This is an optimization exercise on Yosys and OpenROAD, whose aim is small area and a short achievable clock period, not a production implementation.
Only simulation tests tie the RTL to the original design; equivalence was not proved.

**design/flow/run.sh**
```bash
#!/bin/bash
# synth_recipe.tcl (not shown) runs the flow's synth.tcl, then flattens the netlist and writes it again
# the make line also repeats each setting of config.mk as NAME=value (left out here)
make -C /OpenROAD-flow-scripts/flow DESIGN_CONFIG=/design/flow/config.mk WORK_HOME=/design/flow/orfs CLKGATE_MAP_FILE= SYNTH_SCRIPT=/design/flow/synth_recipe.tcl finish
```
**design/flow/config.mk**
```make
export PLATFORM = sky130hd
export DESIGN_NAME = mxe_fp8_group
export DESIGN_NICKNAME = mxe_fp8_group
export VERILOG_FILES = /design/flow/design.v
export SDC_FILE = /design/flow/constraint.sdc
export NUM_CORES = 4
export LEC_CHECK = 0
export ABC_AREA = 1
export CAP_MARGIN = 20
export CORE_MARGIN = 2
export CORE_UTILIZATION = 40
export SLEW_MARGIN = 20
```
**design/flow/constraint.sdc**
```tcl
create_clock -name core_clock -period 28.0 [get_ports {clk}]
set_input_delay 5.6000 -clock core_clock [delete_from_list [all_inputs] [get_ports {clk}]]
set_output_delay 5.6000 -clock core_clock [all_outputs]
set_load 0.01 [all_outputs]
```
**design/flow/design.v**
```verilog
module mxe_fp8_group (
    input  wire        clk,
    input  wire        rst,           
    input  wire        in_valid,
    input  wire [31:0] in_acc,        
    input  wire [15:0] in_a,          
    input  wire [15:0] in_b,          
    input  wire        in_fmt_a,      
    input  wire        in_fmt_b,
    input  wire [7:0]  in_scale_a,    
    input  wire [7:0]  in_scale_b,
    output reg         out_valid,
    output reg  [31:0] out_acc
);
    reg        v0;
    reg [31:0] acc_r;
    reg [15:0] a_r, b_r;
    reg        fa_r, fb_r;
    reg [7:0]  sa_r, sb_r;
    always @(posedge clk) begin
        if (rst) v0 <= 1'b0;
        else     v0 <= in_valid;
        acc_r <= in_acc;
        a_r   <= in_a;
        b_r   <= in_b;
        fa_r  <= in_fmt_a;
        fb_r  <= in_fmt_b;
        sa_r  <= in_scale_a;
        sb_r  <= in_scale_b;
    end
    wire [3:0] sa0, sa1, sb0, sb1;
    wire [5:0] xa0, xa1, xb0, xb1;      
    wire       na0, na1, nb0, nb1, ia0, ia1, ib0, ib1;
    fp8_dec dec_a0 (.x(a_r[7:0]),  .e5m2(fa_r), .sig(sa0), .ex(xa0), .nan(na0), .inf(ia0));
    fp8_dec dec_a1 (.x(a_r[15:8]), .e5m2(fa_r), .sig(sa1), .ex(xa1), .nan(na1), .inf(ia1));
    fp8_dec dec_b0 (.x(b_r[7:0]),  .e5m2(fb_r), .sig(sb0), .ex(xb0), .nan(nb0), .inf(ib0));
    fp8_dec dec_b1 (.x(b_r[15:8]), .e5m2(fb_r), .sig(sb1), .ex(xb1), .nan(nb1), .inf(ib1));
    wire scale_nan = (&sa_r) | (&sb_r);
    wire [8:0] ssum = {1'b0, sa_r} + {1'b0, sb_r};
    wire [7:0] p0 = sa0 * sb0;
    wire [7:0] p1 = sa1 * sb1;
    wire [6:0] lam0 = {1'b0, xa0} + {1'b0, xb0};
    wire [6:0] lam1 = {1'b0, xa1} + {1'b0, xb1};
    wire [2:0] m0, m1;
    msb8 u_m0 (.x(p0), .n(m0));
    msb8 u_m1 (.x(p1), .n(m1));
    wire [6:0] tau0 = lam0 + {4'd0, m0};
    wire [6:0] tau1 = lam1 + {4'd0, m1};
    wire p0_neg = a_r[7] ^ b_r[7];
    wire p1_neg = a_r[15] ^ b_r[15];
    wire p0_z = (sa0 == 4'd0) | (sb0 == 4'd0);
    wire p1_z = (sa1 == 4'd0) | (sb1 == 4'd0);
    wire p0_nan = na0 | nb0 | scale_nan | (ia0 & (sb0 == 4'd0)) | (ib0 & (sa0 == 4'd0));
    wire p1_nan = na1 | nb1 | scale_nan | (ia1 & (sb1 == 4'd0)) | (ib1 & (sa1 == 4'd0));
    wire p0_inf = ia0 | ib0;
    wire p1_inf = ia1 | ib1;
    wire        c_neg = acc_r[31];
    wire [7:0]  c_be  = acc_r[30:23];
    wire        c_hid = (c_be != 8'd0);
    wire        c_fz  = (acc_r[22:0] == 23'd0);
    wire        c_all = (&c_be);
    wire        c_nan = c_all & ~c_fz;
    wire        c_inf = c_all & c_fz;
    wire        c_z   = ~c_hid & c_fz;
    wire [4:0]  mc;
    msb24 u_mc (.x(acc_r[22:0]), .n(mc));
    wire [4:0]  tcl = c_hid ? 5'd23 : mc;                
    wire [7:0]  c_e1 = {c_be[7:1], c_be[0] | ~c_hid};    
    wire signed [10:0] k_c = $signed({3'd0, c_e1}) + 11'sd140 - $signed({2'd0, ssum});
    wire signed [10:0] t_c = k_c + $signed({6'd0, tcl});
    wire g01 = (tau0 >= tau1);
    wire gc0 = (t_c >= $signed({4'd0, tau0}));
    wire gc1 = (t_c >= $signed({4'd0, tau1}));
    wire wc  = ~c_z & (gc0 | p0_z) & (gc1 | p1_z);
    wire w0  = ~wc & ~p0_z & (g01 | p1_z);
    wire signed [10:0] rc_0 = $signed({4'd0, tau0}) - k_c;
    wire signed [10:0] rc_1 = $signed({4'd0, tau1}) - k_c;
    wire signed [10:0] r0_c = t_c - $signed({4'd0, lam0});
    wire signed [10:0] r1_c = t_c - $signed({4'd0, lam1});
    wire [6:0]  r0_1 = tau1 - lam0;
    wire [6:0]  r1_0 = tau0 - lam1;
    wire [5:0] r0 = wc ? ((r0_c[10:6] != 5'd0) ? 6'd63 : r0_c[5:0]) :
                    w0 ? {3'd0, m0} :
                         (r0_1[6] ? 6'd63 : r0_1[5:0]);
    wire [5:0] r1 = wc ? ((r1_c[10:6] != 5'd0) ? 6'd63 : r1_c[5:0]) :
                    w0 ? (r1_0[6] ? 6'd63 : r1_0[5:0]) :
                         {3'd0, m1};
    wire [6:0] rc = wc ? {2'd0, tcl} :
                    w0 ? ((rc_0[10:7] != 4'd0) ? 7'd127 : rc_0[6:0]) :
                         ((rc_1[10:7] != 4'd0) ? 7'd127 : rc_1[6:0]);
    wire [9:0] e_pre = wc ? {2'd0, c_e1} + 10'd362 : {1'b0, ssum} + 10'd222;
    wire [6:0] e_add = wc ? {2'd0, tcl} : w0 ? tau0 : tau1;
    wire pinf = (c_inf & ~c_neg) | (p0_inf & ~p0_neg) | (p1_inf & ~p1_neg);
    wire ninf = (c_inf &  c_neg) | (p0_inf &  p0_neg) | (p1_inf &  p1_neg);
    wire sp_nan  = c_nan | p0_nan | p1_nan | (pinf & ninf);
    wire sp_inf  = pinf | ninf;
    wire sp_zero = c_z & p0_z & p1_z;
    wire sp_sign = sp_inf ? ninf : (c_neg & p0_neg & p1_neg);
    reg        v1;
    reg [23:0] c_sig1;
    reg        c_neg1, d0_1, d1_1;
    reg [7:0]  p0_1, p1_1;
    reg [5:0]  r0_1q, r1_1q;
    reg [6:0]  rc_1q;
    reg [9:0]  e_1q;
    reg [6:0]  e_1a;
    reg        sp_1, sp_nan1, sp_inf1, sp_sign1;
    always @(posedge clk) begin
        if (rst) v1 <= 1'b0;
        else     v1 <= v0;
        c_sig1   <= {c_hid, acc_r[22:0]};
        c_neg1   <= c_neg;
        d0_1     <= p0_neg ^ c_neg;
        d1_1     <= p1_neg ^ c_neg;
        p0_1     <= p0;
        p1_1     <= p1;
        r0_1q    <= r0;
        r1_1q    <= r1;
        rc_1q    <= rc;
        e_1q     <= e_pre;
        e_1a     <= e_add;
        sp_1     <= sp_nan | sp_inf | sp_zero;
        sp_nan1  <= sp_nan;
        sp_inf1  <= sp_inf;
        sp_sign1 <= sp_sign;
    end
    wire [47:0] ww0 = ({p0_1, 47'd0}) >> r0_1q;
    wire [47:0] ww1 = ({p1_1, 47'd0}) >> r1_1q;
    wire [47:0] wwc = ({c_sig1, 47'd0}) >> rc_1q;
    wire [50:0] x0 = {3'd0, ww0} ^ {51{d0_1}};
    wire [50:0] x1 = {3'd0, ww1} ^ {51{d1_1}};
    wire [50:0] xc = {3'd0, wwc};
    wire [50:0] cs_s = x0 ^ x1 ^ xc;
    wire [50:0] cs_c = (x0 & x1) | (x0 & xc) | (x1 & xc);
    wire [50:0] sum;
    bkadd #(51) u_add (.a(cs_s), .b({cs_c[49:0], d0_1}), .ci(d1_1), .s(sum));
    reg        v2;
    reg [50:0] sum2;
    reg        c_neg2;
    reg [9:0]  e_2;
    reg        sp_2, sp_nan2, sp_inf2, sp_sign2;
    always @(posedge clk) begin
        if (rst) v2 <= 1'b0;
        else     v2 <= v1;
        sum2     <= sum;
        c_neg2   <= c_neg1;
        e_2      <= e_1q + {3'd0, e_1a};
        sp_2     <= sp_1;
        sp_nan2  <= sp_nan1;
        sp_inf2  <= sp_inf1;
        sp_sign2 <= sp_sign1;
    end
    wire        neg = sum2[50];
    wire [49:0] u   = sum2[49:0] ^ {50{neg}};
    wire [49:0] sr;
    genvar gi;
    generate
        for (gi = 0; gi < 50; gi = gi + 1) begin : rev
            assign sr[gi] = sum2[49 - gi];
        end
    endgenerate
    wire [6:0]  lz, tz;
    lzc64 u_lz (.x({u, 1'b1, 13'd0}), .n(lz));
    lzc64 u_tz (.x({sr, 1'b1, 13'd0}), .n(tz));
    wire [9:0] a_cap = e_2 - 10'd359;                  
    wire [6:0] a_lz  = lz + 7'd25;
    wire       tiny  = (e_2 < 10'd359);
    wire       capped = ({3'd0, a_lz} > a_cap);
    wire [6:0] a = tiny ? 7'd0 : capped ? a_cap[6:0] : a_lz;
    wire       st = ({1'b0, tz} + {1'b0, a}) < 8'd50;
    wire [10:0] bexp0 = {1'b0, e_2} - 11'd358 - {4'd0, a};
    wire        s_zero = ~neg & (lz == 7'd50);
    reg        v3;
    reg [50:0] sum3;
    reg [6:0]  a3;
    reg        st3;
    reg [10:0] bexp3;
    reg        sgn3, spz3, sp_nan3, sp_inf3, sp_sign3;
    always @(posedge clk) begin
        if (rst) v3 <= 1'b0;
        else     v3 <= v2;
        sum3     <= sum2;
        a3       <= a;
        st3      <= st;
        bexp3    <= bexp0;
        sgn3     <= c_neg2 ^ neg;
        spz3     <= sp_2 | s_zero;
        sp_nan3  <= sp_nan2;
        sp_inf3  <= sp_inf2;
        sp_sign3 <= sp_2 & sp_sign2;
    end
    wire        neg3 = sum3[50];
    wire [98:0] vsh = {{24{neg3}}, sum3, 24'd0} << a3;
    wire [23:0] q   = vsh[98:75];
    wire        g   = vsh[74];
    wire [23:0] qq    = q ^ {24{neg3}};
    wire        inc   = neg3 ? (~g | (~st3 & qq[0])) : (g & (st3 | qq[0]));
    wire [24:0] qr    = {1'b0, qq} + {24'd0, inc};
    wire [23:0] qn    = qr[24] ? qr[24:1] : qr[23:0];
    wire [10:0] bexp  = bexp3 + {10'd0, qr[24]};
    wire        ovf   = ~bexp[10] & (bexp[9:0] >= 10'd255);
    reg [31:0] result;
    always @(*) begin
        if (sp_nan3)
            result = 32'h7FC0_0000;
        else if (spz3)
            result = {sp_sign3, sp_inf3 ? 8'hFF : 8'h00, 23'd0};
        else if (qn[23] & ovf)
            result = {sgn3, 8'hFF, 23'd0};
        else
            result = {sgn3, qn[23] ? bexp[7:0] : 8'd0, qn[22:0]};
    end
    always @(posedge clk) begin
        if (rst) out_valid <= 1'b0;
        else     out_valid <= v3;
        out_acc <= result;
    end
endmodule
module fp8_dec (
    input  wire [7:0] x,
    input  wire       e5m2,
    output wire [3:0] sig,
    output wire [5:0] ex,
    output wire       nan,
    output wire       inf
);
    wire [3:0] e4 = x[6:3];
    wire [4:0] e5 = x[6:2];
    wire       h4 = (e4 != 4'd0);
    wire       h5 = (e5 != 5'd0);
    assign sig = e5m2 ? {h5, x[1:0], 1'b0} : {h4, x[2:0]};
    assign ex  = e5m2 ? {1'b0, e5[4:1], e5[0] | ~h5}
                      : {2'b00, e4[3:1], e4[0] | ~h4} + 6'd8;
    assign nan = e5m2 ? ((&e5) & (x[1:0] != 2'd0)) : (&x[6:0]);
    assign inf = e5m2 & (&e5) & (x[1:0] == 2'd0);
endmodule
module msb8 (input wire [7:0] x, output reg [2:0] n);
    integer i;
    always @(*) begin
        n = 3'd0;
        for (i = 0; i < 8; i = i + 1)
            if (x[i]) n = i[2:0];
    end
endmodule
module msb24 (input wire [22:0] x, output reg [4:0] n);
    integer i;
    always @(*) begin
        n = 5'd0;
        for (i = 0; i < 23; i = i + 1)
            if (x[i]) n = i[4:0];
    end
endmodule
module lzc64 (input wire [63:0] x, output wire [6:0] n);
    genvar l, g;
    generate
        for (l = 0; l < 6; l = l + 1) begin : lv
            wire [(32 >> l) - 1:0]     v;      
            wire [(32 >> l) * 7 - 1:0] c;      
            for (g = 0; g < (32 >> l); g = g + 1) begin : gr
                if (l == 0) begin : leaf
                    assign v[g] = x[63 - 2*g] | x[62 - 2*g];
                    assign c[g*7 +: 7] = {6'd0, ~x[63 - 2*g]};
                end else begin : node
                    wire       vh = lv[l-1].v[2*g];
                    wire       vl = lv[l-1].v[2*g+1];
                    wire [6:0] ch = lv[l-1].c[(2*g)*7 +: 7];
                    wire [6:0] cl = lv[l-1].c[(2*g+1)*7 +: 7];
                    assign v[g] = vh | vl;
                    assign c[g*7 +: 7] = vh ? ch : (cl | (7'd1 << l));
                end
            end
        end
    endgenerate
    assign n = lv[5].v[0] ? lv[5].c[6:0] : 7'd64;
endmodule
module bkadd #(parameter N = 51) (input [N-1:0] a, b, input ci, output [N-1:0] s);
    localparam L = (N > 32) ? 6 : (N > 16) ? 5 : (N > 8) ? 4 : 3;
    wire [N-1:0] p0 = a ^ b;
    wire [N-1:0] g0 = a & b;
    reg [N-1:0] G, P;
    reg [N:0] c;
    integer i, l;
    always @(*) begin
        G = g0; P = p0;
        G[0] = g0[0] | (p0[0] & ci);
        for (l = 0; l < L; l = l + 1) begin
            for (i = 0; i < N; i = i + 1)
                if (i % (2 << l) == (2 << l) - 1) begin
                    G[i] = G[i] | (P[i] & G[i - (1 << l)]);
                    P[i] = P[i] & P[i - (1 << l)];
                end
        end
        for (l = L - 2; l >= 0; l = l - 1) begin
            for (i = 0; i < N; i = i + 1)
                if (i >= (3 << l) - 1 && i % (2 << l) == (1 << l) - 1) begin
                    G[i] = G[i] | (P[i] & G[i - (1 << l)]);
                    P[i] = P[i] & P[i - (1 << l)];
                end
        end
        c[0] = ci;
        for (i = 0; i < N; i = i + 1) c[i+1] = G[i];
    end
    assign s = p0 ^ c[N-1:0];
endmodule
```
==> run_summary.xml <==
<?xml version="1.0" encoding="UTF-8"?>
<metrics>
  <group name="routing">
    <metric name="ant_nets" unit="">0</metric>
    <metric name="detailedRoute.firstPassIterationCount" unit="">6</metric>
    <metric name="viasPerCell" unit="">5.09</metric>
    <metric name="drt-total-wl" unit="mm">86.2</metric>
    <metric name="detailedRoute.firstIterationViolations" unit="">1960</metric>
    <metric name="route.vias.total" unit="">27300</metric>
    <metric name="drc_viols" unit="">0</metric>
    <metric name="route.detailed.wl_per_inst" unit="um">16.1</metric>
  </group>
  <group name="worst_setup_path">
    <metric name="cp_delay_by_family_top" unit="">simple AND/OR/NAND/NOR gates</metric>
    <metric name="startpoint_type" unit="">flip-flop</metric>
    <metric name="required_arrival_time_at_the_worst_endpoint" unit="ns">28.46</metric>
    <metric name="critPathKind" unit="">reg -&gt; reg</metric>
    <metric name="timing.critical_path.slowest_stage_cell" unit="">sky130_fd_sc_hd__dfxtp_1</metric>
    <metric name="peak_per_stage_delay_on_the_critical_path" unit="ns">0.80</metric>
    <metric name="crit_path_max_fanout" unit="">35</metric>
    <metric name="timing.critical_path.mode_cell" unit="">sky130_fd_sc_hd__inv_1</metric>
    <metric name="critical_path.endpoint_type" unit="">flip-flop</metric>
    <metric name="cp.arrival" unit="ns">8.91</metric>
    <metric name="critical_path.n_buffers_inverters" unit="">7</metric>
  </group>
  <group name="sta">
    <metric name="setup_total_negative_slack" unit="ns">0</metric>
    <metric name="total_of_endpoints_with_negative_setup_slack_in_the_final_report" unit="">0</metric>
    <metric name="timing.final.hold_violations" unit="">0</metric>
    <metric name="fin_hold_ws" unit="ns">0.322</metric>
    <metric name="tightestPinTransition" unit="ns">1.05</metric>
    <metric name="post-route-period-util" unit="%">30.2</metric>
    <metric name="worst_slew_slack_as_a_fraction_of_its_limit" unit="%">29.9</metric>
    <metric name="report.final.slew_viol_count" unit="">0</metric>
    <metric name="final.min_clock_period" unit="ns">8.45</metric>
    <metric name="maxClockFrequency" unit="MHz">118</metric>
    <metric name="clock-skew-final" unit="ns">0.0320</metric>
    <metric name="timing.final.ws_setup" unit="ns">19.55</metric>
    <metric name="setup_repair_after_global_routing_missed_its_margin" unit="">false</metric>
  </group>
  <group name="logic_synthesis">
    <metric name="synth_xor_xnor_area_share" unit="%">7.03</metric>
    <metric name="synth_fp_nets" unit="">4750</metric>
    <metric name="synth-compound-area-share" unit="%">11.8</metric>
    <metric name="synth.area.mux_share" unit="%">0.411</metric>
    <metric name="synth-simple-area-share" unit="%">31.3</metric>
    <metric name="avgSynthCellArea" unit="um^2">6.73</metric>
    <metric name="share_of_the_yosys_chip_area_belonging_to_registers" unit="%">23.5</metric>
    <metric name="synth_area" unit="um^2">29200</metric>
    <metric name="postSynth.asyncResetShare" unit="%">0</metric>
    <metric name="yosysWarnings" unit="">4</metric>
    <metric name="synth-edff-count" unit="">0</metric>
    <metric name="synth_area_leader_cell" unit="">sky130_fd_sc_hd__dfxtp_1</metric>
    <metric name="synth_top_family_by_area" unit="">simple AND/OR/NAND/NOR gates</metric>
    <metric name="synth_top_cell_area_share" unit="%">23.5</metric>
    <metric name="ys.flop_type" unit="">sky130_fd_sc_hd__dfxtp_1</metric>
    <metric name="netlist_instances" unit="">4343</metric>
    <metric name="ys_types" unit="">68</metric>
    <metric name="ys_ff_latch" unit="">343</metric>
    <metric name="synth_fa_ha_area_share" unit="%">16.3</metric>
    <metric name="synthTopCellsByArea" unit="">sky130_fd_sc_hd__dfxtp_1, sky130_fd_sc_hd__nand2_1, sky130_fd_sc_hd__ha_1, sky130_fd_sc_hd__nand3_1, sky130_fd_sc_hd__fa_1</metric>
  </group>
  <group name="clock_network">
    <metric name="tritoncts.num_buffers" unit="">40</metric>
    <metric name="cts.repair.resized" unit="">0</metric>
    <metric name="ctsLongestPathBuffers" unit="">3</metric>
    <metric name="post_cts_buffers" unit="">0</metric>
    <metric name="cts.reportedPaths.clkPinSlew" unit="ns">0.06</metric>
    <metric name="cts_tree" unit="">done</metric>
    <metric name="cts_hold_buf" unit="">0</metric>
    <metric name="clk_latency" unit="ns">0.58</metric>
    <metric name="cts_sinks" unit="">343</metric>
    <metric name="cts_root_cell" unit="">sky130_fd_sc_hd__clkbuf_16</metric>
    <metric name="cts_htree_levels" unit="">2</metric>
  </group>
  <group name="finish">
    <metric name="finalCoreUtilization" unit="%">44.5</metric>
    <metric name="final_stage_net_count" unit="">4780</metric>
    <metric name="drive_above_1_share" unit="%">4.43</metric>
    <metric name="areaGrowthSynthToFinish" unit="%">10.7</metric>
    <metric name="layout.filler_cells" unit="">7587</metric>
    <metric name="diodes" unit="">0</metric>
    <metric name="most_common_cell_after_layout_fill_and_taps_aside" unit="">sky130_fd_sc_hd__nand2_1</metric>
    <metric name="mostFrequentLayoutCells" unit="">sky130_fd_sc_hd__nand2_1, sky130_fd_sc_hd__nand3_1, sky130_fd_sc_hd__inv_1</metric>
  </group>
  <group name="global_routing">
    <metric name="grt_pass1_wl" unit="mm">137</metric>
    <metric name="grt_start_max_net_pins" unit="">58</metric>
    <metric name="first_global_vias" unit="">25700</metric>
    <metric name="grt.overflow.total" unit="">0</metric>
    <metric name="antenna_found_initial" unit="">1</metric>
    <metric name="gr-usage-all-layers" unit="%">22.8</metric>
  </group>
  <group name="floorplanning">
    <metric name="die_width" unit="um">274</metric>
    <metric name="die_h" unit="um">274</metric>
    <metric name="start_util" unit="%">40.2</metric>
    <metric name="ios" unit="">118</metric>
    <metric name="placementRows" unit="">99</metric>
    <metric name="floorplan.die_area" unit="um^2">75300</metric>
    <metric name="core-area" unit="um^2">72700</metric>
  </group>
  <group name="min_path">
    <metric name="holdCritPathClass" unit="">reg -&gt; reg</metric>
  </group>
  <group name="placement">
    <metric name="dpl_worst_slack" unit="ns">19.62</metric>
    <metric name="place.port_buffers" unit="">117</metric>
    <metric name="gp_congestion" unit="">0.963</metric>
    <metric name="hpwl" unit="mm">71.1</metric>
  </group>
  <group name="outcome">
    <metric name="status" unit="">no timing/DRC/antenna violations</metric>
  </group>
  <group name="job">
    <metric name="max_cap_viol_count" unit="">0</metric>
  </group>
</metrics>
[routing by layer]
| metal | GRT usage [%] | vias up | part of all wire (%) |
|---|---|---|---|
| li1 | - | 14100 | - |
| met1 | 28.4 | 12400 | 44 |
| met2 | 40.2 | 620 | 48 |
| met3 | 2.05 | 177 | 3.5 |
| met4 | 9.45 | 2 | 4.3 |
| met5 | 0 | - | 0.014 |
[worst register-to-register path: cells and delay by family (launching register included)]
family	cells	cell delay (ns)
simple gates	12	2.20
fa+ha+maj	6	2.18
compound gates	8	1.47
buf+inv	7	1.13
flops	1	0.80
xor+xnor	2	0.61
[final cells by class]
type,count,area [um^2],share of cell area [%]
Timing Repair Buffer,136,1310,4.06
Inverter,546,2060,6.36
Multi-Input combinational cell,3306,19500,60.4
Sequential cell,343,6870,21.2
Tap cell,959,1200,3.71
Clock buffer,54,1150,3.57
Clock inverter,18,224,0.692
[synth_stat cells, drive strengths merged, types with 4 or more instances]
library cell	number
a21o	7
mux2i	12
dfxtp	343
clkbuf	65
or2	18
nand3b	15
fa	98
clkinv	13
nand2	1103
nand4	27
and2	5
nor2	390
o21ai	289
o21bai	17
nand3	533
o32ai	10
xor2	199
buf	83
a32o	4
o22ai	6
o31ai	9
a221oi	5
o211ai	20
xnor2	35
a21oi	173
a31oi	27
ha	224
nor3	26
a211oi	10
o21a	9
inv	533
nor4	11
[cell families (layout without fill, tap and decap cells)]
| group | after synthesis | count (layout) |
|---|---|---|
| simple gates | 2131 | 2131 |
| buf+inv | 694 | 754 |
| compound gates | 607 | 607 |
| flops | 343 | 343 |
| fa+ha+maj | 322 | 322 |
| xor+xnor | 234 | 234 |
| mux | 12 | 12 |
[registers in the layout (all words and copies together), names as in the netlist, 10 cells and up]
register and cells:
c_sig1 24, e_1q 10, bexp3 11, sum2 51
sum3 51, e_2 10, acc_r 32, out_acc 32
a_r 16, b_r 16
[per-stage QoR]
stage	cell area, um^2	instances
after floorplan	29200	4343
after global placement	31000	5290
after detailed placement	31000	5290
after CTS	32400	5362
after global routing	32400	5362
final	32400	5362
[worst paths after layout]
kind            from  endpoint  slack, ns  cells past startpoint
max             fb_r  rc_1q[6]      19.55                     35
min          sp_nan2   sp_nan3       0.32                      0
max reg2reg     fb_r  rc_1q[6]      19.55                     35
min reg2reg  sp_nan2   sp_nan3       0.32                      0

what the ideal ports hide:
The flow's constraints put no driver on any port. The routed layout listed below was extracted and timed again, unchanged, in two steps.
Step 1 assumes that a clkbuf_16 drives the clock port and a buf_2 every other input.
Step 2 also shifts input and output timing later by t, the mid clock arrival at the registers, as if the neighbouring blocks saw the same clock.
Three values: ideal, step 1, step 2; two values: the first two.
t (ns): 0.627
slack for setup (ns): 19.546 / 19.546 / 19.546
worst setup path after step 2: register to register
worst data-port slew with drivers (ns): 0.05
After both steps setup and hold are still met in this run. For this run, drivers alone change the setup slack by 0.000 ns; drivers and shift together by 0.000 ns.
